Background: an optimization exercise with open tools, aiming at small area, a short achievable clock period and few clock cycles per item. Do not read the settings as production practice.
In this exercise RTL edits were held to simulation tests only and were not proved equivalent to the original.
No activity file was given, so power comes from the tool's default toggle rates.

==> flow/design.v, too long to show whole: its modules and the start of the top module <==
// module lin_fma32: 190 lines
// module lin_mul24cs: 1692 lines
// module dch_lin: 256 lines
module dch_lin (
    input  wire        clk,
    input  wire        rst,          
    input  wire        cfg_we,
    input  wire [4:0]  cfg_addr,
    input  wire [31:0] cfg_wdata,
    input  wire        in_valid,
    output reg         in_ready,
    input  wire [31:0] in_x,
    input  wire [31:0] in_t,
    input  wire [1:0]  in_tag,
    output reg         out_valid,
    output reg  [31:0] out_y,
    output reg  [1:0]  out_tag,
    output reg         out_sat
);
  // ...
==> flow/run.sh <==
#!/bin/bash
# synth_recipe.tcl (not shown) runs the flow's synth.tcl, then flattens the netlist and writes it again
# the make line also repeats each setting of config.mk as NAME=value (left out here)
make -C /OpenROAD-flow-scripts/flow DESIGN_CONFIG=/design/flow/config.mk WORK_HOME=/design/flow/orfs CLKGATE_MAP_FILE= SYNTH_SCRIPT=/design/flow/synth_recipe.tcl finish
==> flow/config.mk <==
export PLATFORM = sky130hd
export DESIGN_NAME = dch_lin
export DESIGN_NICKNAME = dch_lin
export VERILOG_FILES = /design/flow/design.v
export SDC_FILE = /design/flow/constraint.sdc
export NUM_CORES = 4
export LEC_CHECK = 0
export CAP_MARGIN = 20
export CORE_MARGIN = 2
export CORE_UTILIZATION = 30
export PLACE_DENSITY = 0.45
export SLEW_MARGIN = 20
==> flow/constraint.sdc <==
create_clock -name core_clock -period 34.0 [get_ports {clk}]
set_input_delay 6.8000 -clock core_clock [delete_from_list [all_inputs] [get_ports {clk}]]
set_output_delay 6.8000 -clock core_clock [all_outputs]
set_load 0.01 [all_outputs]
==> impl_metrics.toml, run 1 <==
[finish]
top_register = "coef"
utilization_pct = 34.12
seq_cell_count = 1814
ff_latch_area_um2 = 45970
multi_input_area_um2 = 62670

[synthesis]
synth_mux_area_share_pct = 4.875
synthAdderAreaFrac_pct = 15.36
syn_area_um2 = 114900
ys_types = 108
synthMostInstantiatedCell = "nand2_1"
synth-seq-cells = 1814
synthTopCellsByCount = "nand2_1 (1942), nor2_1 (1211), inv_1 (1099)"

[pwr]
combPwrFrac_pct = 53.0
seqPwrFrac_pct = 25.1
pg_seq_mw = 2.68

[sta]
fin_crit_sh_pct = 32.93
timing.setup.tns_ps = 0
hold_slack_ps = 294.0
setup_viol = 0
clock_skew_ps = 92.30

[grt]
grt_usage_pct = 23.83
grt_start_max_net_pins = 173
antenna_found_initial = 33
grtUsageMet3_pct = 3.453

[setup_path]
r2r-end = "r_res[18]"
reg2reg_depth = 29
worst-path-max-fanout = 47
crit_start = "u_fma.r2_pwe[1]"

[floorplan]
tap_cells = 5038
io_pins = 144
die_y_um = 622.8

[job]
maxCapViolCount = 0

[clocking]
cts.sinks = 1814

[worst_hold_path]
hold_start = "c1_t[16]"

[drt]
post-route-drc-count = 0

[outcome]
status = "finished clean"
Testbench counts, summed over its fixed seeds: cycles 55,424, items 8,192.
==> module lin_fma32, before the edit <==
module lin_fma32 (
    input  wire        clk,
    input  wire [31:0] a,
    input  wire [31:0] b,
    input  wire [31:0] c,
    output reg  [31:0] y
);
    localparam [31:0] QNAN = 32'h7FC0_0000;
    wire        sa = a[31], sb = b[31], sc = c[31];
    wire [7:0]  ea = a[30:23], eb = b[30:23], ec = c[30:23];
    wire [22:0] fa = a[22:0], fb = b[22:0], fc = c[22:0];
    wire a_nan  = (ea == 8'hFF) && (fa != 0);
    wire b_nan  = (eb == 8'hFF) && (fb != 0);
    wire c_nan  = (ec == 8'hFF) && (fc != 0);
    wire a_inf  = (ea == 8'hFF) && (fa == 0);
    wire b_inf  = (eb == 8'hFF) && (fb == 0);
    wire c_inf  = (ec == 8'hFF) && (fc == 0);
    wire a_zero = (ea == 0) && (fa == 0);
    wire b_zero = (eb == 0) && (fb == 0);
    wire c_zero = (ec == 0) && (fc == 0);
    wire [23:0] ma = {ea != 0, fa};
    wire [23:0] mb = {eb != 0, fb};
    wire [23:0] mc = {ec != 0, fc};
    wire signed [10:0] xa = (ea == 0) ? 11'sd1 : $signed({3'b000, ea});
    wire signed [10:0] xb = (eb == 0) ? 11'sd1 : $signed({3'b000, eb});
    wire signed [10:0] xc = (ec == 0) ? 11'sd1 : $signed({3'b000, ec});
    wire        sp = sa ^ sb;
    wire [47:0] ps, pc;
    lin_mul24cs u_mul (.a(ma), .b(mb), .s(ps), .c(pc));
    wire signed [10:0] pe = xa + xb - 11'sd300;
    wire signed [10:0] d  = xc - xa - xb + 11'sd150;
    wire        drop_p = (d > 11'sd50) && !c_zero;
    wire signed [10:0] kc = d + 11'sd2;
    reg [75:0] cw;
    reg        c_st;
    reg [5:0]  rs;
    always @* begin
        cw   = 76'd0;
        c_st = 1'b0;
        rs   = 6'd0;
        if (drop_p) begin
            cw   = {mc, 52'd0};
        end else if (kc >= 0) begin
            cw = {52'd0, mc} << kc[5:0];
        end else if (kc > -11'sd24) begin
            rs   = 6'd0 - kc[5:0];
            cw   = {52'd0, mc >> rs};
            c_st = |(mc & ~({24{1'b1}} << rs));
        end else begin
            c_st = (mc != 0);
        end
    end
    wire signed [10:0] pw_e = drop_p ? (xc - 11'sd200) : pe;
    reg        spec;
    reg [31:0] spec_y;
    always @* begin
        spec   = 1'b1;
        spec_y = QNAN;
        if (a_nan || b_nan || c_nan)
            spec_y = QNAN;
        else if ((a_inf && b_zero) || (b_inf && a_zero))
            spec_y = QNAN;
        else if (a_inf || b_inf) begin
            if (c_inf && (sc != sp)) spec_y = QNAN;
            else                     spec_y = {sp, 8'hFF, 23'd0};
        end else if (c_inf)
            spec_y = c;
        else if (a_zero || b_zero) begin
            if (c_zero) spec_y = {sp & sc, 31'd0};
            else        spec_y = c;
        end else
            spec = 1'b0;
    end
    reg [47:0] r1_ps, r1_pc;
    reg [75:0] r1_cw;
    reg        r1_pst, r1_cst, r1_sp, r1_sc, r1_spec;
    reg [10:0] r1_pwe;
    reg [31:0] r1_specy;
    always @(posedge clk) begin
        r1_ps    <= ps;
        r1_pc    <= pc;
        r1_cw    <= cw;
        r1_pst   <= drop_p;
        r1_cst   <= c_st;
        r1_sp    <= sp;
        r1_sc    <= sc;
        r1_spec  <= spec;
        r1_pwe   <= pw_e;
        r1_specy <= spec_y;
    end
    wire [47:0] prod = r1_ps + r1_pc;
    wire [75:0] pw   = r1_pst ? 76'd0 : {26'd0, prod, 2'b00};
    wire [75:0] cw2  = r1_cw;
    wire        sub   = r1_sp ^ r1_sc;
    wire        c_big = (cw2 > pw) || r1_pst;
    reg  [75:0] mag;
    reg         rsgn;
    always @* begin
        if (!sub) begin
            mag  = pw + cw2;
            rsgn = r1_sp;
        end else if (c_big) begin
            mag  = cw2 - pw - {75'd0, r1_pst};
            rsgn = r1_sc;
        end else begin
            mag  = pw - cw2 - {75'd0, r1_cst};
            rsgn = r1_sp;
        end
    end
    wire st = r1_pst | r1_cst;
    reg [6:0] lead;
    integer   i;
    always @* begin
        lead = 7'd0;
        for (i = 0; i < 76; i = i + 1)
            if (mag[i]) lead = i[6:0];
    end
    reg [75:0] r2_mag;
    reg [6:0]  r2_lead;
    reg        r2_rsgn, r2_st, r2_spec;
    reg [10:0] r2_pwe;
    reg [31:0] r2_specy;
    always @(posedge clk) begin
        r2_mag   <= mag;
        r2_lead  <= lead;
        r2_rsgn  <= rsgn;
        r2_st    <= st;
        r2_spec  <= r1_spec;
        r2_pwe   <= r1_pwe;
        r2_specy <= r1_specy;
    end
    wire [75:0] m3 = r2_mag;
    wire signed [10:0] pwe3 = r2_pwe;
    wire signed [11:0] lsb_n = $signed({5'd0, r2_lead}) - 12'sd23;
    wire signed [11:0] lsb_s = -12'sd147 - {pwe3[10], pwe3};
    wire signed [11:0] lsbp  = (lsb_n > lsb_s) ? lsb_n : lsb_s;
    reg [24:0] kept;
    reg        rb, sb2;
    reg [7:0]  sh;
    reg [75:0] below;
    wire [75:0] shd = m3 >> lsbp[7:0];
    always @* begin
        kept  = 25'd0;
        rb    = 1'b0;
        sb2   = r2_st;
        below = 76'd0;
        sh    = 8'd0;
        if (lsbp < 0) begin
            sh   = 8'd0 - lsbp[7:0];
            kept = {1'b0, m3[23:0] << sh[4:0]};
        end else if (lsbp > 12'sd76) begin
            sb2 = r2_st | (m3 != 0);
        end else begin
            sh    = lsbp[7:0];
            kept  = {1'b0, shd[23:0]};
            if (sh != 0) begin
                rb    = m3[sh - 8'd1];
                below = m3 & ~({76{1'b1}} << (sh - 8'd1));
            end
            sb2 = r2_st | (below != 0);
        end
        if (rb && (sb2 || kept[0]))
            kept = kept + 25'd1;
    end
    wire signed [11:0] ebase = lsbp + {pwe3[10], pwe3} + 12'sd148;
    reg  signed [11:0] efin;
    reg  [22:0]        frac;
    always @* begin
        if (kept[24]) begin
            efin = ebase + 12'sd1;
            frac = kept[23:1];
        end else if (kept[23]) begin
            efin = ebase;
            frac = kept[22:0];
        end else begin
            efin = 12'sd0;
            frac = kept[22:0];
        end
    end
    always @* begin
        if (r2_spec)
            y = r2_specy;
        else if ((m3 == 0) && !r2_st)
            y = 32'd0;
        else if (efin >= 12'sd255)
            y = {r2_rsgn, 8'hFF, 23'd0};
        else
            y = {r2_rsgn, efin[7:0], frac};
    end
endmodule
==> module dch_lin, before the edit <==
module dch_lin (
    input  wire        clk,
    input  wire        rst,          
    input  wire        cfg_we,
    input  wire [4:0]  cfg_addr,
    input  wire [31:0] cfg_wdata,
    input  wire        in_valid,
    output reg         in_ready,
    input  wire [31:0] in_x,
    input  wire [31:0] in_t,
    input  wire [1:0]  in_tag,
    output reg         out_valid,
    output reg  [31:0] out_y,
    output reg  [1:0]  out_tag,
    output reg         out_sat
);
    localparam [31:0] ONE      = 32'h3F80_0000;
    localparam [31:0] NZERO    = 32'h8000_0000;
    localparam [31:0] YMIN_RST = 32'hFF61_B1E6;    
    localparam [31:0] YMAX_RST = 32'h7F61_B1E6;    
    localparam [1:0]  TAG_OVERRANGE = 2'd2;
    localparam K_TSUB = 0,    
               K_XF   = 1,    
               K_XN   = 2,    
               K_TOP  = 3,    
               K_TOPC = 4,    
               K_PASS = 5;    
    reg        w_we;
    reg [4:0]  w_addr;
    reg [31:0] w_data;
    always @(posedge clk) begin
        if (rst) w_we <= 1'b0;
        else     w_we <= cfg_we;
        w_addr <= cfg_addr;
        w_data <= cfg_wdata;
    end
    reg [31:0] coef [0:23];         
    reg [23:0] cval;                
    reg [2:0]  ordx;
    reg [1:0]  ordt;
    reg [31:0] tref, ymin, ymax;
    reg        tref_v, ymin_v, ymax_v;
    integer k;
    always @(posedge clk) begin
        for (k = 0; k < 24; k = k + 1)
            if (w_we && w_addr == k) coef[k] <= w_data;
        if (w_we && w_addr == 5'd25) tref <= w_data;
        if (w_we && w_addr == 5'd26) ymin <= w_data;
        if (w_we && w_addr == 5'd27) ymax <= w_data;
    end
    always @(posedge clk) begin
        if (rst) begin
            cval   <= 24'd0;
            ordx   <= 3'd0;
            ordt   <= 2'd0;
            tref_v <= 1'b0;
            ymin_v <= 1'b0;
            ymax_v <= 1'b0;
        end else if (w_we) begin
            for (k = 0; k < 24; k = k + 1)
                if (w_addr == k) cval[k] <= 1'b1;
            if (w_addr == 5'd24) begin
                ordx <= w_data[2:0];
                ordt <= w_data[9:8];
            end
            if (w_addr == 5'd25) tref_v <= 1'b1;
            if (w_addr == 5'd26) ymin_v <= 1'b1;
            if (w_addr == 5'd27) ymax_v <= 1'b1;
        end
    end
    wire [31:0] tref_e = tref_v ? tref : 32'd0;
    wire [31:0] ymin_e = ymin_v ? ymin : YMIN_RST;
    wire [31:0] ymax_e = ymax_v ? ymax : YMAX_RST;
    reg        ib_full;
    reg [31:0] ib_x, ib_t;
    reg [1:0]  ib_tag;
    always @(posedge clk)
        if (in_ready) begin
            ib_x   <= in_x;
            ib_t   <= in_t;
            ib_tag <= in_tag;
        end
    reg        r_v, c1_v, c2_v;
    reg [5:0]  r_k, c1_k, c2_k;      
    reg [2:0]  r_i, c1_i, c2_i;      
    reg [1:0]  r_j, c1_j, c2_j;      
    reg        r_last, c1_last, c2_last;
    reg [31:0] r_x, c1_x, c2_x;
    reg [31:0] r_t, c1_t, c2_t;
    reg [31:0] r_y, c1_y, c2_y;
    reg [1:0]  r_tag, c1_tag, c2_tag;
    reg        r_wbt, r_wby;          
    reg [31:0] r_res;                 
    reg [31:0] r_ca, r_cc;            
    reg        r_fin;                 
    reg [1:0]  r_ftag;
    reg  [31:0] fa, fb, fc;
    wire [31:0] fy;
    lin_fma32 u_fma (.clk(clk), .a(fa), .b(fb), .c(fc), .y(fy));
    always @* begin
        fa = r_ca;
        if (r_k[K_TSUB])                        fa = r_t;
        else if (r_k[K_XN] || (r_k[K_TOPC] && r_wby)) fa = r_res;
        else if (r_k[K_TOP] || r_k[K_TOPC])     fa = r_y;
        fb = r_x;
        if (r_k[K_TSUB] || r_k[K_PASS])         fb = ONE;
        else if (r_k[K_TOPC] && r_wbt)          fb = r_res;
        else if (r_k[K_TOP] || r_k[K_TOPC])     fb = r_t;
        fc = r_k[K_TOP] ? r_res : r_cc;
    end
    wire        ot0 = (ordt == 2'd0);
    wire        ox0 = (ordx == 3'd0);
    wire [2:0]  oxm1 = ordx - 3'd1;
    wire        free2 = !c2_v || c2_last;
    wire        load  = free2 && ib_full;
    reg  [5:0]  n_k;
    reg  [2:0]  n_i;
    reg  [1:0]  n_j;
    reg         n_last;
    reg         n_wbt, n_wby;
    always @* begin
        n_k = 6'd0; n_i = 3'd0; n_j = 2'd0; n_last = 1'b0;
        n_wbt = 1'b0; n_wby = 1'b0;
        if (!free2) begin
            if (c2_k[K_TSUB]) begin
                n_wbt = 1'b1;
                if (ox0) begin
                    n_k[K_TOPC] = 1'b1; n_i = 3'd0; n_j = ordt - 2'd1;
                    n_last = (ordt == 2'd1);
                end else begin
                    n_k[K_XF] = 1'b1; n_i = oxm1; n_j = ordt;
                end
            end else if (c2_k[K_XF] || c2_k[K_XN]) begin
                if (c2_i != 3'd0) begin
                    n_k[K_XN] = 1'b1; n_i = c2_i - 3'd1; n_j = c2_j;
                    n_last = (c2_i == 3'd1) && ot0;
                end else if (c2_j == ordt) begin
                    n_wby = 1'b1;
                    n_k[K_XF] = 1'b1; n_i = oxm1; n_j = c2_j - 2'd1;
                end else begin
                    n_k[K_TOP] = 1'b1; n_j = c2_j;
                    n_last = (c2_j == 2'd0);
                end
            end else if (c2_k[K_TOP]) begin
                n_wby = 1'b1;
                n_k[K_XF] = 1'b1; n_i = oxm1; n_j = c2_j - 2'd1;
            end else begin   
                n_wby = 1'b1;
                n_k[K_TOPC] = 1'b1; n_i = 3'd0; n_j = c2_j - 2'd1;
                n_last = (c2_j == 2'd1);
            end
        end else begin
            if (!ot0) begin
                n_k[K_TSUB] = 1'b1; n_j = ordt;
            end else if (ox0) begin
                n_k[K_PASS] = 1'b1; n_last = 1'b1;
            end else begin
                n_k[K_XF] = 1'b1; n_i = oxm1; n_last = (ordx == 3'd1);
            end
        end
    end
    reg [31:0] row [0:5];
    reg [5:0]  rowv;
    integer r;
    always @* begin
        for (r = 0; r < 6; r = r + 1) begin
            row[r]  = coef[4 * r + n_j];
            rowv[r] = cval[4 * r + n_j];
        end
    end
    wire [31:0] rd_a = (rowv[ordx] ? row[ordx] : 32'd0);
    wire [31:0] rd_c = (rowv[n_i]  ? row[n_i]  : 32'd0);
    wire [31:0] n_ca = rd_a;
    wire [31:0] n_cc = n_k[K_TSUB] ? {~tref_e[31], tref_e[30:0]} :
                       n_k[K_PASS] ? NZERO : rd_c;
    always @(posedge clk) begin
        c1_k    <= r_k;
        c1_i    <= r_i;
        c1_j    <= r_j;
        c1_last <= r_last;
        c1_x    <= r_x;
        c1_t    <= r_wbt ? r_res : r_t;
        c1_y    <= r_wby ? r_res : (r_k[K_TSUB] ? r_ca : r_y);
        c1_tag  <= r_tag;
        c2_k    <= c1_k;
        c2_i    <= c1_i;
        c2_j    <= c1_j;
        c2_last <= c1_last;
        c2_x    <= c1_x;
        c2_t    <= c1_t;
        c2_y    <= c1_y;
        c2_tag  <= c1_tag;
        r_res   <= fy;
        r_ftag  <= c2_tag;
        r_k     <= n_k;
        r_i     <= n_i;
        r_j     <= n_j;
        r_last  <= n_last;
        r_wbt   <= n_wbt;
        r_wby   <= n_wby;
        r_ca    <= n_ca;
        r_cc    <= n_cc;
        if (free2) begin
            r_x   <= ib_x;
            r_t   <= ib_t;
            r_tag <= ib_tag;
        end else begin
            r_x   <= c2_x;
            r_t   <= c2_t;
            r_y   <= c2_y;
            r_tag <= c2_tag;
        end
    end
    wire take = in_valid && in_ready;
    wire free1 = !c1_v || c1_last;
    wire ib_full_n = take || (ib_full && !load);
    always @(posedge clk) begin
        if (rst) begin
            r_v      <= 1'b0;
            c1_v     <= 1'b0;
            c2_v     <= 1'b0;
            r_fin    <= 1'b0;
            ib_full  <= 1'b0;
            in_ready <= 1'b1;
        end else begin
            c1_v     <= r_v;
            c2_v     <= c1_v;
            r_v      <= !free2 || ib_full;
            r_fin    <= c2_v && c2_last;
            ib_full  <= ib_full_n;
            in_ready <= !ib_full_n || free1;
        end
    end
    wire [31:0] y_pre = r_res;
    wire        y_nan = (y_pre[30:23] == 8'hFF) && (y_pre[22:0] != 0);
    wire [31:0] key_y    = (y_pre[30:0] == 0) ? 32'h8000_0000 :
                           y_pre[31] ? ~y_pre : {1'b1, y_pre[30:0]};
    wire [31:0] key_ymin = (ymin_e[30:0] == 0) ? 32'h8000_0000 :
                           ymin_e[31] ? ~ymin_e : {1'b1, ymin_e[30:0]};
    wire [31:0] key_ymax = (ymax_e[30:0] == 0) ? 32'h8000_0000 :
                           ymax_e[31] ? ~ymax_e : {1'b1, ymax_e[30:0]};
    wire        y_hi = y_nan || (key_y > key_ymax);
    wire        y_lo = !y_nan && (key_y < key_ymin);
    always @(posedge clk) begin
        if (rst)
            out_valid <= 1'b0;
        else
            out_valid <= r_fin;
        out_sat <= y_hi || y_lo;
        out_y   <= y_hi ? ymax_e : (y_lo ? ymin_e : y_pre);
        if (y_hi || y_lo)
            out_tag <= (r_ftag > TAG_OVERRANGE) ? r_ftag : TAG_OVERRANGE;
        else
            out_tag <= r_ftag;
    end
endmodule
==> inputs of run 2 (changes only) <==
--- a/flow/design.v
+++ b/flow/design.v
@@ -108,21 +108,12 @@
         end
     end
     wire st = r1_pst | r1_cst;
-    reg [6:0] lead;
-    integer   i;
-    always @* begin
-        lead = 7'd0;
-        for (i = 0; i < 76; i = i + 1)
-            if (mag[i]) lead = i[6:0];
-    end
     reg [75:0] r2_mag;
-    reg [6:0]  r2_lead;
     reg        r2_rsgn, r2_st, r2_spec;
     reg [10:0] r2_pwe;
     reg [31:0] r2_specy;
     always @(posedge clk) begin
         r2_mag   <= mag;
-        r2_lead  <= lead;
         r2_rsgn  <= rsgn;
         r2_st    <= st;
         r2_spec  <= r1_spec;
@@ -131,61 +122,77 @@
     end
     wire [75:0] m3 = r2_mag;
     wire signed [10:0] pwe3 = r2_pwe;
-    wire signed [11:0] lsb_n = $signed({5'd0, r2_lead}) - 12'sd23;
+    reg [6:0] lead, tz;
+    integer   i;
+    always @* begin
+        lead = 7'd0;
+        for (i = 0; i < 76; i = i + 1)
+            if (m3[i]) lead = i[6:0];
+        tz = 7'd76;
+        for (i = 75; i >= 0; i = i - 1)
+            if (m3[i]) tz = i[6:0];
+    end
+    wire signed [11:0] lsb_n = $signed({5'd0, lead}) - 12'sd23;
     wire signed [11:0] lsb_s = -12'sd147 - {pwe3[10], pwe3};
     wire signed [11:0] lsbp  = (lsb_n > lsb_s) ? lsb_n : lsb_s;
-    reg [24:0] kept;
+    wire [76:0] shd = {m3, 1'b0} >> lsbp[6:0];
+    wire [7:0]  tz1 = {1'b0, tz} + 8'd1;
+    reg [23:0] kept;
     reg        rb, sb2;
-    reg [7:0]  sh;
-    reg [75:0] below;
-    wire [75:0] shd = m3 >> lsbp[7:0];
     always @* begin
-        kept  = 25'd0;
+        kept  = 24'd0;
         rb    = 1'b0;
         sb2   = r2_st;
-        below = 76'd0;
-        sh    = 8'd0;
         if (lsbp < 0) begin
-            sh   = 8'd0 - lsbp[7:0];
-            kept = {1'b0, m3[23:0] << sh[4:0]};
+            kept = m3[23:0] << (5'd0 - lsbp[4:0]);
         end else if (lsbp > 12'sd76) begin
             sb2 = r2_st | (m3 != 0);
         end else begin
-            sh    = lsbp[7:0];
-            kept  = {1'b0, shd[23:0]};
-            if (sh != 0) begin
-                rb    = m3[sh - 8'd1];
-                below = m3 & ~({76{1'b1}} << (sh - 8'd1));
-            end
-            sb2 = r2_st | (below != 0);
+            kept = shd[24:1];
+            rb   = shd[0];
+            sb2  = r2_st | (tz1 < {1'b0, lsbp[6:0]});
         end
-        if (rb && (sb2 || kept[0]))
-            kept = kept + 25'd1;
     end
     wire signed [11:0] ebase = lsbp + {pwe3[10], pwe3} + 12'sd148;
+    wire        zero3 = (m3 == 0) && !r2_st;
+    reg [23:0] r3_kept;
+    reg        r3_rb, r3_sb2, r3_rsgn, r3_spec, r3_zero;
+    reg [11:0] r3_ebase;
+    reg [31:0] r3_specy;
+    always @(posedge clk) begin
+        r3_kept  <= kept;
+        r3_rb    <= rb;
+        r3_sb2   <= sb2;
+        r3_rsgn  <= r2_rsgn;
+        r3_spec  <= r2_spec;
+        r3_zero  <= zero3;
+        r3_ebase <= ebase;
+        r3_specy <= r2_specy;
+    end
+    wire [24:0] kr = {1'b0, r3_kept} + {24'd0, r3_rb && (r3_sb2 || r3_kept[0])};
     reg  signed [11:0] efin;
     reg  [22:0]        frac;
     always @* begin
-        if (kept[24]) begin
-            efin = ebase + 12'sd1;
-            frac = kept[23:1];
-        end else if (kept[23]) begin
-            efin = ebase;
-            frac = kept[22:0];
+        if (kr[24]) begin
+            efin = r3_ebase + 12'sd1;
+            frac = kr[23:1];
+        end else if (kr[23]) begin
+            efin = r3_ebase;
+            frac = kr[22:0];
         end else begin
             efin = 12'sd0;
-            frac = kept[22:0];
+            frac = kr[22:0];
         end
     end
     always @* begin
-        if (r2_spec)
-            y = r2_specy;
-        else if ((m3 == 0) && !r2_st)
+        if (r3_spec)
+            y = r3_specy;
+        else if (r3_zero)
             y = 32'd0;
         else if (efin >= 12'sd255)
-            y = {r2_rsgn, 8'hFF, 23'd0};
+            y = {r3_rsgn, 8'hFF, 23'd0};
         else
-            y = {r2_rsgn, efin[7:0], frac};
+            y = {r3_rsgn, efin[7:0], frac};
     end
 endmodule
 module lin_mul24cs (
@@ -1956,21 +1963,15 @@
     reg        ib_full;
     reg [31:0] ib_x, ib_t;
     reg [1:0]  ib_tag;
-    always @(posedge clk)
-        if (in_ready) begin
-            ib_x   <= in_x;
-            ib_t   <= in_t;
-            ib_tag <= in_tag;
-        end
-    reg        r_v, c1_v, c2_v;
-    reg [5:0]  r_k, c1_k, c2_k;      
-    reg [2:0]  r_i, c1_i, c2_i;      
-    reg [1:0]  r_j, c1_j, c2_j;      
-    reg        r_last, c1_last, c2_last;
-    reg [31:0] r_x, c1_x, c2_x;
-    reg [31:0] r_t, c1_t, c2_t;
-    reg [31:0] r_y, c1_y, c2_y;
-    reg [1:0]  r_tag, c1_tag, c2_tag;
+    reg        r_v, c1_v, c2_v, c3_v;
+    reg [5:0]  r_k, c1_k, c2_k, c3_k;      
+    reg [2:0]  r_i, c1_i, c2_i, c3_i;      
+    reg [1:0]  r_j, c1_j, c2_j, c3_j;      
+    reg        r_last, c1_last, c2_last, c3_last;
+    reg [31:0] r_x, c1_x, c2_x, c3_x;
+    reg [31:0] r_t, c1_t, c2_t, c3_t;
+    reg [31:0] r_y, c1_y, c2_y, c3_y;
+    reg [1:0]  r_tag, c1_tag, c2_tag, c3_tag;
     reg        r_wbt, r_wby;          
     reg [31:0] r_res;                 
     reg [31:0] r_ca, r_cc;            
@@ -1993,8 +1994,8 @@
     wire        ot0 = (ordt == 2'd0);
     wire        ox0 = (ordx == 3'd0);
     wire [2:0]  oxm1 = ordx - 3'd1;
-    wire        free2 = !c2_v || c2_last;
-    wire        load  = free2 && ib_full;
+    wire        free3 = !c3_v || c3_last;
+    wire        load  = free3 && ib_full;
     reg  [5:0]  n_k;
     reg  [2:0]  n_i;
     reg  [1:0]  n_j;
@@ -2003,8 +2004,8 @@
     always @* begin
         n_k = 6'd0; n_i = 3'd0; n_j = 2'd0; n_last = 1'b0;
         n_wbt = 1'b0; n_wby = 1'b0;
-        if (!free2) begin
-            if (c2_k[K_TSUB]) begin
+        if (!free3) begin
+            if (c3_k[K_TSUB]) begin
                 n_wbt = 1'b1;
                 if (ox0) begin
                     n_k[K_TOPC] = 1'b1; n_i = 3'd0; n_j = ordt - 2'd1;
@@ -2012,24 +2013,24 @@
                 end else begin
                     n_k[K_XF] = 1'b1; n_i = oxm1; n_j = ordt;
                 end
-            end else if (c2_k[K_XF] || c2_k[K_XN]) begin
-                if (c2_i != 3'd0) begin
-                    n_k[K_XN] = 1'b1; n_i = c2_i - 3'd1; n_j = c2_j;
-                    n_last = (c2_i == 3'd1) && ot0;
-                end else if (c2_j == ordt) begin
+            end else if (c3_k[K_XF] || c3_k[K_XN]) begin
+                if (c3_i != 3'd0) begin
+                    n_k[K_XN] = 1'b1; n_i = c3_i - 3'd1; n_j = c3_j;
+                    n_last = (c3_i == 3'd1) && ot0;
+                end else if (c3_j == ordt) begin
                     n_wby = 1'b1;
-                    n_k[K_XF] = 1'b1; n_i = oxm1; n_j = c2_j - 2'd1;
+                    n_k[K_XF] = 1'b1; n_i = oxm1; n_j = c3_j - 2'd1;
                 end else begin
-                    n_k[K_TOP] = 1'b1; n_j = c2_j;
-                    n_last = (c2_j == 2'd0);
+                    n_k[K_TOP] = 1'b1; n_j = c3_j;
+                    n_last = (c3_j == 2'd0);
                 end
-            end else if (c2_k[K_TOP]) begin
+            end else if (c3_k[K_TOP]) begin
                 n_wby = 1'b1;
-                n_k[K_XF] = 1'b1; n_i = oxm1; n_j = c2_j - 2'd1;
+                n_k[K_XF] = 1'b1; n_i = oxm1; n_j = c3_j - 2'd1;
             end else begin   
                 n_wby = 1'b1;
-                n_k[K_TOPC] = 1'b1; n_i = 3'd0; n_j = c2_j - 2'd1;
-                n_last = (c2_j == 2'd1);
+                n_k[K_TOPC] = 1'b1; n_i = 3'd0; n_j = c3_j - 2'd1;
+                n_last = (c3_j == 2'd1);
             end
         end else begin
             if (!ot0) begin
@@ -2072,8 +2073,16 @@
         c2_t    <= c1_t;
         c2_y    <= c1_y;
         c2_tag  <= c1_tag;
+        c3_k    <= c2_k;
+        c3_i    <= c2_i;
+        c3_j    <= c2_j;
+        c3_last <= c2_last;
+        c3_x    <= c2_x;
+        c3_t    <= c2_t;
+        c3_y    <= c2_y;
+        c3_tag  <= c2_tag;
         r_res   <= fy;
-        r_ftag  <= c2_tag;
+        r_ftag  <= c3_tag;
         r_k     <= n_k;
         r_i     <= n_i;
         r_j     <= n_j;
@@ -2082,35 +2091,44 @@
         r_wby   <= n_wby;
         r_ca    <= n_ca;
         r_cc    <= n_cc;
-        if (free2) begin
+        if (free3) begin
             r_x   <= ib_x;
             r_t   <= ib_t;
             r_tag <= ib_tag;
         end else begin
-            r_x   <= c2_x;
-            r_t   <= c2_t;
-            r_y   <= c2_y;
-            r_tag <= c2_tag;
+            r_x   <= c3_x;
+            r_t   <= c3_t;
+            r_y   <= c3_y;
+            r_tag <= c3_tag;
         end
     end
+    wire ib_open = !ib_full || free3;
+    always @(posedge clk)
+        if (ib_open) begin
+            ib_x   <= in_x;
+            ib_t   <= in_t;
+            ib_tag <= in_tag;
+        end
     wire take = in_valid && in_ready;
-    wire free1 = !c1_v || c1_last;
+    wire free2 = !c2_v || c2_last;
     wire ib_full_n = take || (ib_full && !load);
     always @(posedge clk) begin
         if (rst) begin
             r_v      <= 1'b0;
             c1_v     <= 1'b0;
             c2_v     <= 1'b0;
+            c3_v     <= 1'b0;
             r_fin    <= 1'b0;
             ib_full  <= 1'b0;
             in_ready <= 1'b1;
         end else begin
             c1_v     <= r_v;
             c2_v     <= c1_v;
-            r_v      <= !free2 || ib_full;
-            r_fin    <= c2_v && c2_last;
+            c3_v     <= c2_v;
+            r_v      <= !free3 || ib_full;
+            r_fin    <= c3_v && c3_last;
             ib_full  <= ib_full_n;
-            in_ready <= !ib_full_n || free1;
+            in_ready <= !ib_full_n || free2;
         end
     end
     wire [31:0] y_pre = r_res;
==> run 2 against run 1 <==
Combinational power is 25% lower. Hold slack worse by 4.8 ps. Design area is 1.3% higher. Largest cell class unchanged. Routed wire length is 5.3% lower. Still clean. Final cell count is 1.7% higher. Sequential share of layout area is 2.2 points higher. Flip-flop and latch count is 175 higher. Non-clock buffer count is 57 lower. Area after synthesis is 2.0% higher. Register-to-register slack better by 1700 ps. Fmax is 18% higher.
==> impl_metrics.toml, run 2 <==
[outcome]
status = "finished clean"

[clocking]
cts_hold_buf = 0
post_cts_buffers = 0
cts.sinks = 1989
cts_root_buf = "clkbuf_16"
clockBufferDepth = 4
cts_tree = "built"
clkLatencyLatePin_ps = 920
cts_made_buffers = 220
clk_pin_slew_ps = 70
postCtsResizedCells = 0
cts_max_level = 4

[finish]
fin_area_um2 = 132000
top_register = "coef"
final_common_cell = "nor2_1"
final_cell_mix = "nor2_1 (1615), nand2_1 (1389), inv_1 (1057)"
fillers = 40180
area_delta_synth_final_pct = 12.68
largest_register_ffs = 768
reg_top3 = "coef (768), u_fma.r1_cw (76), u_fma.r2_mag (76)"
drive_gt1_share_pct = 7.296
nNetsFinal = 13690

[setup_path]
cpPeakStageDelay_ps = 670
cp_common_cell = "a21oi_1"
worstPathRequired_ps = 34730
worstPathArrival_ps = 10210
crit_type = "flip-flop to flip-flop"
worst-path-max-fanout = 70
end_kind = "flip-flop"
crit_path_top_delay_cell = "buf_4"
startpoint_type = "flip-flop"

[drt]
wl_met2_mm = 210.1
highest_layer = "met5"
wl_per_cell_um = 25.34
avgViaCountPerCell = 5.167
ant_nets = 0
initialDrtViolationCount = 8009
wirelength_mm = 453.5
post-route-drc-count = 0
route.met3.wl_mm = 24.95
m1WireLength_mm = 195.6
drtPass1Iterations = 8
vias = 92450

[grt]
grt_pass1_wl_mm = 650.7
antenna_found_initial = 30
grt_start_max_net_pins = 171
grt_pass1_vias = 89730
grt-ovfl-total = 0
grt_usage_pct = 22.19

[sta]
layout_min_cycle_time_ps = 9486
hold_slack_ps = 289.3
max_freq_mhz = 105.4
slew_headroom_pct = 11.87
worstMarginPinSlew_ps = 1322
grt_setup_unrepaired = "false"
clock_skew_ps = 83.82
drv_slew = 0
hold_viol = 0
setup_viol = 0
timing.setup.tns_ps = 0
fin_crit_sh_pct = 27.90

[synthesis]
ys_types = 114
synthTopCellsByCount = "nor2_1 (1646), nand2_1 (1390), inv_1 (1061)"
synth-seq-cells = 1989
synth_top_cell_area_share_pct = 24.66
synth_flop_cell = "dfxtp_1"
syn_inst = 12590
yosysWarnings = 4
ys_seq_area_share_pct = 42.22
async_flop_share_pct = 0
synth.avg_cell_area_um2 = 9.307
syn_nets = 13790
synth_edf_count = 962
synthTopCellsByArea = "edfxtp_1 (25%), dfxtp_1 (18%), fa_1 (8.9%)"
synthMostInstantiatedCell = "nor2_1"
yosys.area.top_type = "edfxtp_1"
syn_area_um2 = 117100

[floorplan]
die_area_um2 = 395500
core-area_um2 = 388800
rows = 229
io_pins = 144
fp.dieW_um = 628.9
die_y_um = 628.9
start_util_pct = 30.13

[place]
portBuffers = 143
dpl_cell_area_um2 = 124800
place_hpwl_mm = 331.0
place.gp.congestion = 0.9251

[worst_hold_path]
hold_path.class = "flip-flop to flip-flop"

[pwr]
ir_drop_mv = 0.08213
p_leak_nw = 51.56
pwr_density_cell_nw_per_um2 = 71.90

[job]
maxCapViolCount = 0
[run 2: cell count changes in the layout (fill, tap and decap cells not counted), moves of 39 or more]
cell     before   now
buf_4       322   265
dfxtp_1     838  1006
inv_1      1097  1057
mux2i_1     250   331
mux4_2       88    15
nand2_1    1940  1389
nand3_1     288   406
nor2_1     1181  1615
nor3_1      141   180
o21ai_0     570   684
o21ai_1       5    73
[run 2: worst paths after layout]
kind | start | end | slack (ps) | cells past startpoint
setup / recovery | u_fma.r2_mag[39] | u_fma.r3_ebase[11] | 24510 | 35
hold / removal | c1_y[31] | c2_y[31] | 290 | 0
setup reg to reg | u_fma.r2_mag[39] | u_fma.r3_ebase[11] | 24510 | 35
hold reg to reg | c1_y[31] | c2_y[31] | 290 | 0
[run 2: cells by family after synthesis]
family / Yosys count / synth area share [%]
adders and majority gates: 1097 / 15.04
xor gates and xnor gates: 367 / 2.767
buffers and inverters: 1804 / 5.915
and+or+nand+nor: 4327 / 16.21
AOI/OAI and AO/OA: 2572 / 13.93
muxes: 429 / 3.918
DFF: 1989 / 42.22
[run 2: per-layer routing]
layer,GRT usage (%),vias up
met4,9.659,4
li1,-,43090
met5,0,-
met1,29.17,45550
met2,36.56,3054
met3,2.802,743
[run 2: metrics by stage]
| step | power [mW] | worst slack [ps] | instances | utilization [%] |
|---|---|---|---|---|
| final | 9.490 | 24510 | 17890 | 33.95 |
| after global routing | 9.950 | 23830 | 17890 | 33.94 |
| after CTS | 9.492 | 24580 | 17870 | 33.92 |
| after detailed placement | 7.092 | 24660 | 17460 | 32.09 |
| after global placement | 7.141 | 24630 | 17460 | 32.09 |
| after floorplan | 5.605 | 26460 | 12590 | - |
[run 2: layout make-up]
class	instances	area, um^2	area share (%)
diodes	17	42.54	0.03223
clock buffers	308	6186	4.687
clock inverters	106	913.4	0.6920
inverters	1072	4038	3.059
multi-input cells	8792	61320	46.46
flip-flops and latches	1989	49480	37.49
well taps	5197	6502	4.927
repair buffers	412	3498	2.651
[run 2: critical path, delay by kind of cell, from the launching register on]
kind / cells / cell delay, ps
AO/OA/AOI/OAI: 16 / 3840
buffers and inverters: 5 / 1870
adder cells (fa/ha/maj): 4 / 1420
AND/OR/NAND/NOR: 7 / 1200
XOR/XNOR: 3 / 510
flip-flops: 1 / 440
[run 2: power breakdown]
part	internal, mW	switching, mW	total [mW]
sequential	2.67	0.225	2.90
clock	1.34	1.03	2.37
combinational	1.45	2.77	4.22
total	5.47	4.02	9.49
Testbench counts of run 2, summed over its fixed seeds: cycles 54,144, items 8,192.
==> inputs of run 3 (changes only) <==
--- a/flow/design.v
+++ b/flow/design.v
@@ -92,21 +92,11 @@
     wire [75:0] pw   = r1_pst ? 76'd0 : {26'd0, prod, 2'b00};
     wire [75:0] cw2  = r1_cw;
     wire        sub   = r1_sp ^ r1_sc;
-    wire        c_big = (cw2 > pw) || r1_pst;
-    reg  [75:0] mag;
-    reg         rsgn;
-    always @* begin
-        if (!sub) begin
-            mag  = pw + cw2;
-            rsgn = r1_sp;
-        end else if (c_big) begin
-            mag  = cw2 - pw - {75'd0, r1_pst};
-            rsgn = r1_sc;
-        end else begin
-            mag  = pw - cw2 - {75'd0, r1_cst};
-            rsgn = r1_sp;
-        end
-    end
+    wire [76:0] xs = {1'b0, pw} + (sub ? {1'b1, ~cw2} : {1'b0, cw2}) + {76'd0, sub & !r1_cst};
+    wire [75:0] xd = cw2 + ~pw + {75'd0, !r1_pst};         
+    wire        c_big = sub & xs[76];
+    wire [75:0] mag  = c_big ? xd : xs[75:0];
+    wire        rsgn = c_big ? r1_sc : r1_sp;
     wire st = r1_pst | r1_cst;
     reg [75:0] r2_mag;
     reg        r2_rsgn, r2_st, r2_spec;
@@ -1960,42 +1950,24 @@
     wire [31:0] tref_e = tref_v ? tref : 32'd0;
     wire [31:0] ymin_e = ymin_v ? ymin : YMIN_RST;
     wire [31:0] ymax_e = ymax_v ? ymax : YMAX_RST;
-    reg        ib_full;
-    reg [31:0] ib_x, ib_t;
-    reg [1:0]  ib_tag;
+    reg  [1:0]  ib_cnt;
+    reg         ib_took;              
+    reg         blk;                  
+    reg  [31:0] ib0_x, ib0_t, ib1_x, ib1_t;
+    reg  [1:0]  ib0_tag, ib1_tag;
     reg        r_v, c1_v, c2_v, c3_v;
     reg [5:0]  r_k, c1_k, c2_k, c3_k;      
     reg [2:0]  r_i, c1_i, c2_i, c3_i;      
     reg [1:0]  r_j, c1_j, c2_j, c3_j;      
     reg        r_last, c1_last, c2_last, c3_last;
-    reg [31:0] r_x, c1_x, c2_x, c3_x;
-    reg [31:0] r_t, c1_t, c2_t, c3_t;
-    reg [31:0] r_y, c1_y, c2_y, c3_y;
-    reg [1:0]  r_tag, c1_tag, c2_tag, c3_tag;
     reg        r_wbt, r_wby;          
-    reg [31:0] r_res;                 
     reg [31:0] r_ca, r_cc;            
-    reg        r_fin;                 
-    reg [1:0]  r_ftag;
-    reg  [31:0] fa, fb, fc;
-    wire [31:0] fy;
-    lin_fma32 u_fma (.clk(clk), .a(fa), .b(fb), .c(fc), .y(fy));
-    always @* begin
-        fa = r_ca;
-        if (r_k[K_TSUB])                        fa = r_t;
-        else if (r_k[K_XN] || (r_k[K_TOPC] && r_wby)) fa = r_res;
-        else if (r_k[K_TOP] || r_k[K_TOPC])     fa = r_y;
-        fb = r_x;
-        if (r_k[K_TSUB] || r_k[K_PASS])         fb = ONE;
-        else if (r_k[K_TOPC] && r_wbt)          fb = r_res;
-        else if (r_k[K_TOP] || r_k[K_TOPC])     fb = r_t;
-        fc = r_k[K_TOP] ? r_res : r_cc;
-    end
+    wire        free3 = !c3_v || c3_last;
+    wire        load  = free3 && !blk && (ib_cnt[1] || (ib_cnt[0] && !ib_took));
+    wire        pair  = load && ib_cnt[1];
     wire        ot0 = (ordt == 2'd0);
     wire        ox0 = (ordx == 3'd0);
     wire [2:0]  oxm1 = ordx - 3'd1;
-    wire        free3 = !c3_v || c3_last;
-    wire        load  = free3 && ib_full;
     reg  [5:0]  n_k;
     reg  [2:0]  n_i;
     reg  [1:0]  n_j;
@@ -2056,33 +2028,34 @@
     wire [31:0] n_ca = rd_a;
     wire [31:0] n_cc = n_k[K_TSUB] ? {~tref_e[31], tref_e[30:0]} :
                        n_k[K_PASS] ? NZERO : rd_c;
+    wire [31:0] res0, res1;
+    wire        fin0, fin1;
+    wire [1:0]  ftag0, ftag1;
+    lin_lane u_lane0 (
+        .clk(clk), .rst(rst),
+        .r_k(r_k), .r_wbt(r_wbt), .r_wby(r_wby), .r_ca(r_ca), .r_cc(r_cc),
+        .c3_last(c3_last), .sel_new(free3),
+        .new_v(load), .new_x(ib0_x), .new_t(ib0_t), .new_tag(ib0_tag),
+        .res(res0), .fin(fin0), .ftag(ftag0));
+    lin_lane u_lane1 (
+        .clk(clk), .rst(rst),
+        .r_k(r_k), .r_wbt(r_wbt), .r_wby(r_wby), .r_ca(r_ca), .r_cc(r_cc),
+        .c3_last(c3_last), .sel_new(free3),
+        .new_v(pair), .new_x(ib1_x), .new_t(ib1_t), .new_tag(ib1_tag),
+        .res(res1), .fin(fin1), .ftag(ftag1));
     always @(posedge clk) begin
         c1_k    <= r_k;
         c1_i    <= r_i;
         c1_j    <= r_j;
         c1_last <= r_last;
-        c1_x    <= r_x;
-        c1_t    <= r_wbt ? r_res : r_t;
-        c1_y    <= r_wby ? r_res : (r_k[K_TSUB] ? r_ca : r_y);
-        c1_tag  <= r_tag;
         c2_k    <= c1_k;
         c2_i    <= c1_i;
         c2_j    <= c1_j;
         c2_last <= c1_last;
-        c2_x    <= c1_x;
-        c2_t    <= c1_t;
-        c2_y    <= c1_y;
-        c2_tag  <= c1_tag;
         c3_k    <= c2_k;
         c3_i    <= c2_i;
         c3_j    <= c2_j;
         c3_last <= c2_last;
-        c3_x    <= c2_x;
-        c3_t    <= c2_t;
-        c3_y    <= c2_y;
-        c3_tag  <= c2_tag;
-        r_res   <= fy;
-        r_ftag  <= c3_tag;
         r_k     <= n_k;
         r_i     <= n_i;
         r_j     <= n_j;
@@ -2091,47 +2064,56 @@
         r_wby   <= n_wby;
         r_ca    <= n_ca;
         r_cc    <= n_cc;
-        if (free3) begin
-            r_x   <= ib_x;
-            r_t   <= ib_t;
-            r_tag <= ib_tag;
-        end else begin
-            r_x   <= c3_x;
-            r_t   <= c3_t;
-            r_y   <= c3_y;
-            r_tag <= c3_tag;
-        end
     end
-    wire ib_open = !ib_full || free3;
-    always @(posedge clk)
-        if (ib_open) begin
-            ib_x   <= in_x;
-            ib_t   <= in_t;
-            ib_tag <= in_tag;
+    wire ib0_open = (ib_cnt == 2'd0) || load;
+    wire ib1_open = (ib_cnt == 2'd1) && !load;
+    always @(posedge clk) begin
+        if (ib0_open) begin
+            ib0_x   <= in_x;
+            ib0_t   <= in_t;
+            ib0_tag <= in_tag;
         end
-    wire take = in_valid && in_ready;
-    wire free2 = !c2_v || c2_last;
-    wire ib_full_n = take || (ib_full && !load);
+        if (ib1_open) begin
+            ib1_x   <= in_x;
+            ib1_t   <= in_t;
+            ib1_tag <= in_tag;
+        end
+    end
+    wire       take = in_valid && in_ready;
+    wire       free2 = !c2_v || c2_last;
+    wire [1:0] ib_cnt_n = (load ? 2'd0 : ib_cnt) + {1'b0, take};
     always @(posedge clk) begin
         if (rst) begin
             r_v      <= 1'b0;
             c1_v     <= 1'b0;
             c2_v     <= 1'b0;
             c3_v     <= 1'b0;
-            r_fin    <= 1'b0;
-            ib_full  <= 1'b0;
+            ib_cnt   <= 2'd0;
+            ib_took  <= 1'b0;
+            blk      <= 1'b0;
             in_ready <= 1'b1;
         end else begin
             c1_v     <= r_v;
             c2_v     <= c1_v;
             c3_v     <= c2_v;
-            r_v      <= !free3 || ib_full;
-            r_fin    <= c3_v && c3_last;
-            ib_full  <= ib_full_n;
-            in_ready <= !ib_full_n || free2;
+            r_v      <= !free3 || load;
+            ib_cnt   <= ib_cnt_n;
+            ib_took  <= take;
+            blk      <= pair;
+            in_ready <= !ib_cnt_n[1] || (free2 && !pair);
         end
     end
-    wire [31:0] y_pre = r_res;
+    reg         hb_v;
+    reg  [31:0] hb_y;
+    reg  [1:0]  hb_tag;
+    always @(posedge clk) begin
+        if (rst) hb_v <= 1'b0;
+        else     hb_v <= fin1;
+        hb_y   <= res1;
+        hb_tag <= ftag1;
+    end
+    wire [31:0] y_pre  = hb_v ? hb_y : res0;
+    wire [1:0]  tag_pre = hb_v ? hb_tag : ftag0;
     wire        y_nan = (y_pre[30:23] == 8'hFF) && (y_pre[22:0] != 0);
     wire [31:0] key_y    = (y_pre[30:0] == 0) ? 32'h8000_0000 :
                            y_pre[31] ? ~y_pre : {1'b1, y_pre[30:0]};
@@ -2145,12 +2127,93 @@
         if (rst)
             out_valid <= 1'b0;
         else
-            out_valid <= r_fin;
+            out_valid <= hb_v || fin0;
         out_sat <= y_hi || y_lo;
         out_y   <= y_hi ? ymax_e : (y_lo ? ymin_e : y_pre);
         if (y_hi || y_lo)
-            out_tag <= (r_ftag > TAG_OVERRANGE) ? r_ftag : TAG_OVERRANGE;
+            out_tag <= (tag_pre > TAG_OVERRANGE) ? tag_pre : TAG_OVERRANGE;
         else
-            out_tag <= r_ftag;
+            out_tag <= tag_pre;
+    end
+endmodule
+module lin_lane (
+    input  wire        clk,
+    input  wire        rst,
+    input  wire [5:0]  r_k,
+    input  wire        r_wbt,
+    input  wire        r_wby,
+    input  wire [31:0] r_ca,
+    input  wire [31:0] r_cc,
+    input  wire        c3_last,
+    input  wire        sel_new,       
+    input  wire        new_v,
+    input  wire [31:0] new_x,
+    input  wire [31:0] new_t,
+    input  wire [1:0]  new_tag,
+    output reg  [31:0] res,           
+    output reg         fin,           
+    output reg  [1:0]  ftag
+);
+    localparam [31:0] ONE = 32'h3F80_0000;
+    localparam K_TSUB = 0, K_XF = 1, K_XN = 2, K_TOP = 3, K_TOPC = 4, K_PASS = 5;
+    reg        r_v, c1_v, c2_v, c3_v;
+    reg [31:0] r_x, c1_x, c2_x, c3_x;
+    reg [31:0] r_t, c1_t, c2_t, c3_t;
+    reg [31:0] r_y, c1_y, c2_y, c3_y;
+    reg [1:0]  r_tag, c1_tag, c2_tag, c3_tag;
+    reg  [31:0] fa, fb, fc;
+    wire [31:0] fy;
+    lin_fma32 u_fma (.clk(clk), .a(fa), .b(fb), .c(fc), .y(fy));
+    always @* begin
+        fa = r_ca;
+        if (r_k[K_TSUB])                        fa = r_t;
+        else if (r_k[K_XN] || (r_k[K_TOPC] && r_wby)) fa = res;
+        else if (r_k[K_TOP] || r_k[K_TOPC])     fa = r_y;
+        fb = r_x;
+        if (r_k[K_TSUB] || r_k[K_PASS])         fb = ONE;
+        else if (r_k[K_TOPC] && r_wbt)          fb = res;
+        else if (r_k[K_TOP] || r_k[K_TOPC])     fb = r_t;
+        fc = r_k[K_TOP] ? res : r_cc;
+    end
+    always @(posedge clk) begin
+        c1_x   <= r_x;
+        c1_t   <= r_wbt ? res : r_t;
+        c1_y   <= r_wby ? res : (r_k[K_TSUB] ? r_ca : r_y);
+        c1_tag <= r_tag;
+        c2_x   <= c1_x;
+        c2_t   <= c1_t;
+        c2_y   <= c1_y;
+        c2_tag <= c1_tag;
+        c3_x   <= c2_x;
+        c3_t   <= c2_t;
+        c3_y   <= c2_y;
+        c3_tag <= c2_tag;
+        res    <= fy;
+        ftag   <= c3_tag;
+        if (sel_new) begin
+            r_x   <= new_x;
+            r_t   <= new_t;
+            r_tag <= new_tag;
+        end else begin
+            r_x   <= c3_x;
+            r_t   <= c3_t;
+            r_y   <= c3_y;
+            r_tag <= c3_tag;
+        end
+    end
+    always @(posedge clk) begin
+        if (rst) begin
+            r_v  <= 1'b0;
+            c1_v <= 1'b0;
+            c2_v <= 1'b0;
+            c3_v <= 1'b0;
+            fin  <= 1'b0;
+        end else begin
+            c1_v <= r_v;
+            c2_v <= c1_v;
+            c3_v <= c2_v;
+            r_v  <= sel_new ? new_v : c3_v;
+            fin  <= c3_v && c3_last;
+        end
     end
 endmodule
--- a/flow/config.mk
+++ b/flow/config.mk
@@ -7,6 +7,6 @@
 export LEC_CHECK = 0
 export CAP_MARGIN = 20
 export CORE_MARGIN = 2
-export CORE_UTILIZATION = 30
-export PLACE_DENSITY = 0.45
+export CORE_UTILIZATION = 50
+export PLACE_DENSITY = 0.65
 export SLEW_MARGIN = 20
==> run 3 against run 2 <==
Worst setup slack better by 340 ps. Combinational power up 47%. Global-route usage grew 13 points. Hold slack lost 26 ps. Final cell count rose by 32%. Sequential share of layout area decreased by 1.3 points.
==> impl_metrics.toml, run 3 <==
[floorplan]
io_pins = 144
rows = 217
die_area_um2 = 354700
die_y_um = 595.5
start_util_pct = 50.15
fp.dieW_um = 595.5
core-area_um2 = 348900

[sta]
worstMarginPinSlew_ps = 1282
clock_skew_ps = 116.0
layout_min_cycle_time_ps = 9147
hold_slack_ps = 263.7
grt_setup_unrepaired = "false"
setup_viol = 0
worst_slack_ps = 24850
drv_slew = 0
hold_viol = 0
max_freq_mhz = 109.3
fin_crit_sh_pct = 26.90
slew_headroom_pct = 12.07
timing.setup.tns_ps = 0

[clocking]
cts_max_level = 5
cts_tree = "built"
cts_root_buf = "clkbuf_16"
post_cts_buffers = 0
cts_made_buffers = 307
clkLatencyLatePin_ps = 990
clockBufferDepth = 4
postCtsResizedCells = 0
clk_pin_slew_ps = 70
cts.sinks = 2936
cts_hold_buf = 0

[setup_path]
worstPathRequired_ps = 34810
end_kind = "flip-flop"
cp_top_family = "simple AND/OR/NAND/NOR gates"
crit_path_top_delay_cell = "nor4_2"
cpPeakStageDelay_ps = 970
reg2reg_setup_slack_ps = 24850
worst-path-max-fanout = 55
crit_type = "flip-flop to flip-flop"
worstPathArrival_ps = 9960
critPathBufInv = 7
startpoint_type = "flip-flop"

[place]
dp.cells = 23000
place_hpwl_mm = 464.1
dp_slack_ps = 24850
place.gp.congestion = 1.018
portBuffers = 143
dpl_cell_area_um2 = 181300

[grt]
antenna_found_initial = 59
grt-ovfl-total = 0
grt_pass1_vias = 136100
grt_pass1_wl_mm = 918.5
grt_start_max_net_pins = 154
grt_usage_pct = 34.90

[synthesis]
yosys.area.top_type = "dfxtp_1"
synth_edf_count = 1060
synth.avg_cell_area_um2 = 9.221
synthTopCellsByCount = "nand2_1 (2526), nor2_1 (2002), dfxtp_1 (1876)"
synth-simple-area-share_pct = 16.50
synthAdderAreaFrac_pct = 15.44
synth_mux_area_share_pct = 5.565
syn_nets = 20650
async_flop_share_pct = 0
yosysWarnings = 5
synth_flop_cell = "dfxtp_1"
syn_area_um2 = 175000
synthXorXnorAreaFrac_pct = 3.310
synth-compound-area-share_pct = 13.51
syn_inst = 18970
ys_seq_area_share_pct = 39.66
ys_types = 121
synthMostInstantiatedCell = "nand2_1"
synthTopCellsByArea = "dfxtp_1 (21%), edfxtp_1 (18%), fa_1 (11%)"
synth-seq-cells = 2936
synth_top_family_by_area = "simple AND/OR/NAND/NOR gates"
synth_top_cell_area_share_pct = 21.47

[worst_hold_path]
hold_path.class = "flip-flop to flip-flop"

[pwr]
p_leak_nw = 80.43
finalPower_mw = 14.05
pwr_density_cell_nw_per_um2 = 73.20
ir_drop_mv = 0.1224

[finish]
nNetsFinal = 20390
stdcell_count = 23610
final_common_cell = "nand2_1"
utilization_pct = 55.03
fin_area_um2 = 192000
largest_register_ffs = 768
drive_gt1_share_pct = 7.835
area_delta_synth_final_pct = 9.726
final_cell_mix = "nand2_1 (2521), nor2_1 (1974), dfxtp_1 (1860)"
top_register = "coef"

[job]
maxCapViolCount = 0

[drt]
vias = 143200
avgViaCountPerCell = 6.066
ant_nets = 0
initialDrtViolationCount = 17440
wirelength_mm = 636.1
post-route-drc-count = 0
wl_per_cell_um = 26.95
drtPass1Iterations = 7

[outcome]
status = "finished clean"
==> run 3: changes by cell type after synthesis, moves of 104 or more <==
| cell | change |
|---|---|
| mux2i_1 | +282 |
| fa_1 | +457 |
| buf_2 | +107 |
| xnor2_1 | +174 |
| xor2_1 | +113 |
| o21ai_0 | +242 |
| a21o_1 | +140 |
| nor2_1 | +356 |
| inv_1 | +519 |
| nand2_1 | +1136 |
| clkbuf_1 | +190 |
| a21oi_1 | +382 |
| mux2_2 | +104 |
| dfxtp_1 | +849 |
==> run 3: kinds of logic (layout without fill, tap and decap cells) <==
kind of cell	Yosys count	after routing
other cells	0	39
xor+xnor	656	656
fa+ha+maj	1575	1575
buf+inv	2696	2689
flops	2936	2936
simple gates	6517	6517
compound gates	3728	3728
mux	866	866
==> run 3: worst paths after layout <==
check | startpoint | endpoint | cells after the start
max | r_k[4] | u_lane0.u_fma.r1_cw[21] | 26
min | u_lane1.c2_y[10] | u_lane1.c3_y[10] | 0
max reg2reg | r_k[4] | u_lane0.u_fma.r1_cw[21] | 26
min reg2reg | u_lane1.c2_y[10] | u_lane1.c3_y[10] | 0
==> run 3: final cells by class <==
class | instances | area (um^2)
Clock buffer | 410 | 8616
Inverter | 1600 | 6030
Fill cell | 31200 | 156900
Sequential cell | 2936 | 69420
Clock inverter | 155 | 1832
Timing Repair Buffer | 524 | 4339
Antenna cell | 39 | 97.59
Multi-Input combinational cell | 13340 | 95890
Tap cell | 4599 | 5754
==> run 3: per-layer routing <==
metal  GRT usage, %  wire length [um]
met1          47.28            258700
met2          50.32            263700
met3          10.54             75670
met4          17.73             37360
met5         0.8925               647
==> run 3: power by group <==
group          switching, mW  leakage [nW]  internal, mW
registers              0.429          25.2          3.93
logic                   3.94          50.2          2.27
clock network           1.49          5.10          1.99
total                   5.86          80.4          8.19
Testbench counts of run 3, summed over its fixed seeds: cycles 28,877, items 8,192.

[what the ideal ports hide]
No port has a modelled driver above. Below, the same layouts with a new extraction and two added sets of constraints.
Step 1: set_driving_cell puts a clkbuf_16 on clk and a buf_2 on each other input, an assumption about the parent block.
Step 2 adds t to the input delays and takes it off the output delays; t is the mean of the earliest and latest rising clock arrival at the registers after step 1. Input paths then give back, and output paths get back, about the clock's delay inside the block.
a / b / c = ideal / step 1 / step 2; a / b = the first two.
run | shift t [ns] | slack for setup (ns) | pins driven straight from the clock port
run 1 | 0.992 | 22.805 / 22.805 / 22.805 | 1
run 2 | 0.985 | 24.514 / 24.514 / 24.514 | 1
run 3 | 1.047 | 24.853 / 24.853 / 24.853 | 1
After both steps every run listed still meets setup and hold.
